From an optimization exercise on the open Yosys and OpenROAD flow, aimed at small area, a short achievable clock period and few clock cycles per item; shortcuts taken in it are not production practice. RTL that was checked went through simulation tests only; none was proved equivalent to the original.

## run 1
==> module cz_add, before the edit <==
module cz_add #(
    parameter N = 8
) (
    input  [N-1:0] a,
    input  [N-1:0] b,
    input          ci,
    output [N-1:0] s,
    output         co
);
    localparam L = (N <= 2) ? 1 : (N <= 4) ? 2 : (N <= 8) ? 3 : (N <= 16) ? 4 :
                   (N <= 32) ? 5 : (N <= 64) ? 6 : 7;
    wire [N-1:0] p = a ^ b;
    wire [N*(L+1)-1:0] gv;
    wire [N*(L+1)-1:0] pv;
    assign gv[N-1:0] = (a & b) | {{(N-1){1'b0}}, p[0] & ci};
    assign pv[N-1:0] = p;
    genvar l, i;
    generate
        for (l = 0; l < L; l = l + 1) begin : g_lvl
            for (i = 0; i < N; i = i + 1) begin : g_bit
                if ((i >> l) & 1) begin : g_op
                    assign gv[(l+1)*N+i] = gv[l*N+i] | (pv[l*N+i] & gv[l*N+((i >> l) << l)-1]);
                    assign pv[(l+1)*N+i] = pv[l*N+i] & pv[l*N+((i >> l) << l)-1];
                end else begin : g_pass
                    assign gv[(l+1)*N+i] = gv[l*N+i];
                    assign pv[(l+1)*N+i] = pv[l*N+i];
                end
            end
        end
    endgenerate
    wire [N-1:0] c = gv[L*N+N-1:L*N];            
    assign s  = p ^ {c[N-2:0], ci};
    assign co = c[N-1];
endmodule
Settings: LEC_CHECK=0, ABC_AREA=1, CAP_MARGIN=20, CORE_MARGIN=2, CORE_UTILIZATION=60, SLEW_MARGIN=20; clock period 140.0 ns.
standard.sh (not shown) runs the stock make flow with config.mk's settings and CLKGATE_MAP_FILE= SYNTH_SCRIPT=/design/flow/synth_recipe.tcl, a recipe that flattens the netlist after the stock synthesis.
==> flow/flow/run.sh <==
#!/bin/bash
# The standard layout (standard.sh), with one change: ABC maps the
# synthesised logic with area-oriented mapping (amap, then buffering and gate sizing;
# flow/abc_area.script)
# instead of ORFS's default abc_area.script. Registers, their names and cell
# types are the standard synthesis's, since ABC sees only combinational logic.
set -euo pipefail
rm -rf scripts_area
cp -r "$FLOW_HOME/scripts" scripts_area
cp flow/abc_area.script scripts_area/abc_area.script
bash standard.sh finish SCRIPTS_DIR="$PWD/scripts_area" > layout.log 2>&1
==> flow/flow/abc_area.script <==
strash
dch
amap
topo
stime -c
buffer -c
upsize -c
dnsize -c
For run 2, these inputs were changed with respect to run 1:
--- a/flow/design.v
+++ b/flow/design.v
@@ -30,11 +30,11 @@
     localparam L = (N <= 2) ? 1 : (N <= 4) ? 2 : (N <= 8) ? 3 : (N <= 16) ? 4 :
                    (N <= 32) ? 5 : (N <= 64) ? 6 : 7;
     wire [N-1:0] p = a ^ b;
     wire [N*(L+1)-1:0] gv;
     wire [N*(L+1)-1:0] pv;
-    assign gv[N-1:0] = (a & b) | {{(N-1){1'b0}}, p[0] & ci};
+    assign gv[N-1:0] = a & b;
     assign pv[N-1:0] = p;
     genvar l, i;
     generate
         for (l = 0; l < L; l = l + 1) begin : g_lvl
             for (i = 0; i < N; i = i + 1) begin : g_bit
@@ -46,11 +46,11 @@
                     assign pv[(l+1)*N+i] = pv[l*N+i];
                 end
             end
         end
     endgenerate
-    wire [N-1:0] c = gv[L*N+N-1:L*N];            
+    wire [N-1:0] c = gv[L*N+N-1:L*N] | (pv[L*N+N-1:L*N] & {N{ci}});
     assign s  = p ^ {c[N-2:0], ci};
     assign co = c[N-1];
 endmodule
 module cz_por #(
     parameter N = 8
## What came out
- Final cell area: run 2 below run 1
- Per the comparison of run 2 with run 1, fmax went up; via count went up.
- Comparing run 1 and run 2, initial detailed-routing violation count is lower on run 1.
- The placement-stage cell area of run 1 and that of run 2 are within noise of each other.
- After detailed routing, run 1 needs less wire than run 2.
- Die footprint of run 1 is on par with run 2.
- Run 2 ended up with a higher global routing met3 resource utilization than run 1 did.
- The part of the cycle the worst path needs on run 2 is in line with that on run 1.
- When run 2 is set beside run 1, its ratio of cells with drive above 1 in the final layout turns out to be 0.55 points smaller.
Testbench counts of run 2, summed over its fixed seeds: cycles 16,040, items 16,000.
For run 1, only the layout was checked, not whether the RTL still works.

## re-timing with driven ports
No port has a modelled driver above. Below, the same layouts with a new extraction and two added sets of constraints.
Step 1, drivers: a clkbuf_16 drives clk and a buf_2 each remaining input, both assumed.
Step 2 adds t to the input delays and takes it off the output delays; t is the mean of the earliest and latest rising clock arrival at the registers after step 1. Input paths then give back, and output paths get back, about the clock's delay inside the block.
Slacks: no drivers / after step 1 / after step 2; pairs: no drivers / after step 1.
run | shift t [ns] | slack for setup (ns) | worst setup path at the end
run 1 | 0.652 | 110.282 / 110.282 / 110.282 | register to register
run 2 | 0.589 | 110.491 / 110.433 / 110.410 | input to register
After both steps every run listed still meets setup and hold. The setup slack of run 2, which loses most, moves by -0.058 ns with the drivers and by -0.081 ns with both steps.
